Source: an optimization exercise on an open RTL-to-GDS flow (aim: small area, a short achievable clock period and few clock cycles per item). Production flows keep margins and buffers that such runs may drop.
In this exercise RTL edits were held to simulation tests only and were not proved equivalent to the original.

## run A
## pu24_alu
module pu24_alu (
    input  wire        clk,
    input  wire        rst,
    input  wire        in_valid,
    output wire        in_ready,
    input  wire [1:0]  in_op,
    input  wire [31:0] in_a,
    input  wire [31:0] in_b,
    output reg         out_valid,
    output reg  [31:0] out_word,
    output reg  [3:0]  out_res,
    output reg         out_div0
);
export LEC_CHECK = 0
export ABC_CLOCK_PERIOD_IN_PS = 5000
export CAP_MARGIN = 20
export CORE_MARGIN = 2
export CORE_UTILIZATION = 45
export CTS_CLUSTER_DIAMETER = 100
export CTS_CLUSTER_SIZE = 25
export SLEW_MARGIN = 20
create_clock -name core_clock -period 20.0 [get_ports {clk}]
standard.sh (not shown) runs the stock make flow with config.mk's settings and CLKGATE_MAP_FILE= SYNTH_SCRIPT=/design/flow/synth_recipe.tcl, a recipe that flattens the netlist after the stock synthesis.
==> flow/flow/run.sh <==
#!/bin/bash
# Layout flow: the standard ORFS flow (standard.sh, with the standard
# synthesis unchanged), with repair_timing asked to leave extra setup slack
# (SETUP_SLACK_MARGIN from flow/margin.txt) so that the layout is timed for
# a shorter period than the design's clock. The SDC is not changed.
set -euo pipefail
MARGIN=$(cat flow/margin.txt)
sed "s|\"\${@:-finish}\"|SETUP_SLACK_MARGIN=$MARGIN \"\${@:-finish}\"|" standard.sh > standard_margin.sh
bash standard_margin.sh > standard.log 2>&1
==> flow/flow/margin.txt <==
14.5
The final layout from run A, which completed every stage, passed the timing, design-rule and antenna checks at the end of the flow.
Testbench counts of run A, summed over its fixed seeds: cycles 8,833, items 4,800.
--- input diff run A..run B ---
==> flow/flow/run.sh <==
#!/bin/bash
set -euo pipefail
MARGIN=$(cat flow/margin.txt)
DONT_USE=$(cat flow/dont_use.txt)
bash standard.sh synth > standard_synth.log 2>&1
sed "s|\"\${@:-finish}\"|SETUP_SLACK_MARGIN=$MARGIN \"DONT_USE_CELLS=$DONT_USE\" \"\${@:-finish}\"|" standard.sh > standard_margin.sh
bash standard_margin.sh > standard.log 2>&1
==> flow/flow/dont_use.txt (new file) <==
sky130_fd_sc_hd__probe_p_8 sky130_fd_sc_hd__probec_p_8 sky130_fd_sc_hd__lpflow_* sky130_fd_sc_hd__clkdlybuf4s* sky130_fd_sc_hd__dlygate* sky130_fd_sc_hd__dlymetal*
==> flow/flow/margin.txt <==
14.9
From run A to run B the numbers moved as follows: area growth from synthesis to layout has remained practically unchanged; via count has remained practically unchanged. Run A closes out successfully: all stages finished, all timing, DRC and antenna checks passed. Run B | stages: all done | timing, DRC, antenna: all pass. Setup slack came out higher on run B than on run A. Relative to run A, cell area after placement has gone down in run B. Of run B and run A, it is run B that has the lower arrival time reported for the critical path endpoint.
### run B -> run C
==> flow/flow/margin.txt <==
14.7
Findings:
Run C has completed all stages; timing, DRC and antenna checks passed. The higher fraction of layout instances using a drive strength above 1 of run B and run C is in run B. Density: run C sparser than run B. In the reports for run B and run C, the smaller post-route standard cell area excluding fillers belongs to run C.

---

Another version of the RTL of pu24_alu (not shown whole).
For scale: about 50,000 µm² of cells after synthesis.
export LEC_CHECK = 0
export ABC_CLOCK_PERIOD_IN_PS = 5000
export CAP_MARGIN = 20
export CORE_MARGIN = 2
export CORE_UTILIZATION = 55
export SLEW_MARGIN = 20
create_clock -name core_clock -period 20.0 [get_ports {clk}]
==> flow/flow/run.sh <==
#!/bin/bash
# Layout flow: the standard ORFS flow (standard.sh, with the standard
# synthesis unchanged), with repair_timing asked to leave extra setup slack
# (SETUP_SLACK_MARGIN from flow/margin.txt) so that the layout is timed for
# a shorter period than the design's clock. The SDC is not changed.
set -euo pipefail
MARGIN=$(cat flow/margin.txt)
sed "s|\"\${@:-finish}\"|SETUP_SLACK_MARGIN=$MARGIN \"\${@:-finish}\"|" standard.sh > standard_margin.sh
bash standard_margin.sh > standard.log 2>&1
==> flow/flow/margin.txt <==
14.5
The baseline went through all stages and came out clean.
Testbench counts at the start, summed over its fixed seeds: cycles 8,833, items 4,800.
Rerun with:
--- a/flow/config.mk
+++ b/flow/config.mk
@@ -11 +11,2 @@
-export CORE_UTILIZATION = 55
+export CORE_UTILIZATION = 45
+export CTS_BUF_LIST = sky130_fd_sc_hd__clkbuf_4 sky130_fd_sc_hd__clkbuf_8
Effect: The changed run went through all stages and came out clean. Synthesized area does not change. Design area rises by 0.47%. Global-route usage falls by 6.4 points. Worst setup slack loses 30 ps.

[re-timing with driven ports]
In the flow no input, the clock included, has a driving cell. The finished layouts below were timed again as built, in two steps.
Step 1 (the two cells are an assumption about what drives the block):
set clk [get_ports {clk}]
set_driving_cell -lib_cell sky130_fd_sc_hd__clkbuf_16 $clk
set_driving_cell -lib_cell sky130_fd_sc_hd__buf_2 [delete_from_list [all_inputs] $clk]
Step 2 adds t to the input delays and takes it off the output delays; t is the mean of the earliest and latest rising clock arrival at the registers after step 1. Input paths then give back, and output paths get back, about the clock's delay inside the block.
Three values: ideal ports, drivers, drivers and shift; two values: the first two.
| run | shift t [ns] | slack for setup (ns) | worst slew at a driven data input, ns | pins driven straight from the clock port |
|---|---|---|---|---|
| run A | 0.741 | 14.577 / 14.565 / 13.878 | 0.05 | 1 |
| run B | 0.721 | 14.804 / 14.734 / 14.305 | 0.06 | 1 |
| run C | 0.750 | 14.752 / 14.683 / 14.153 | 0.08 | 1 |
| the first run of note 2 | 0.745 | 14.597 / 14.593 / 14.362 | 0.05 | 1 |
| the second run of note 2 | 0.848 | 14.566 / 14.498 / 14.497 | 0.06 | 1 |
After both steps every run listed still meets setup and hold. The setup slack of run A, which loses most, moves by -0.012 ns with the drivers and by -0.699 ns with both steps.
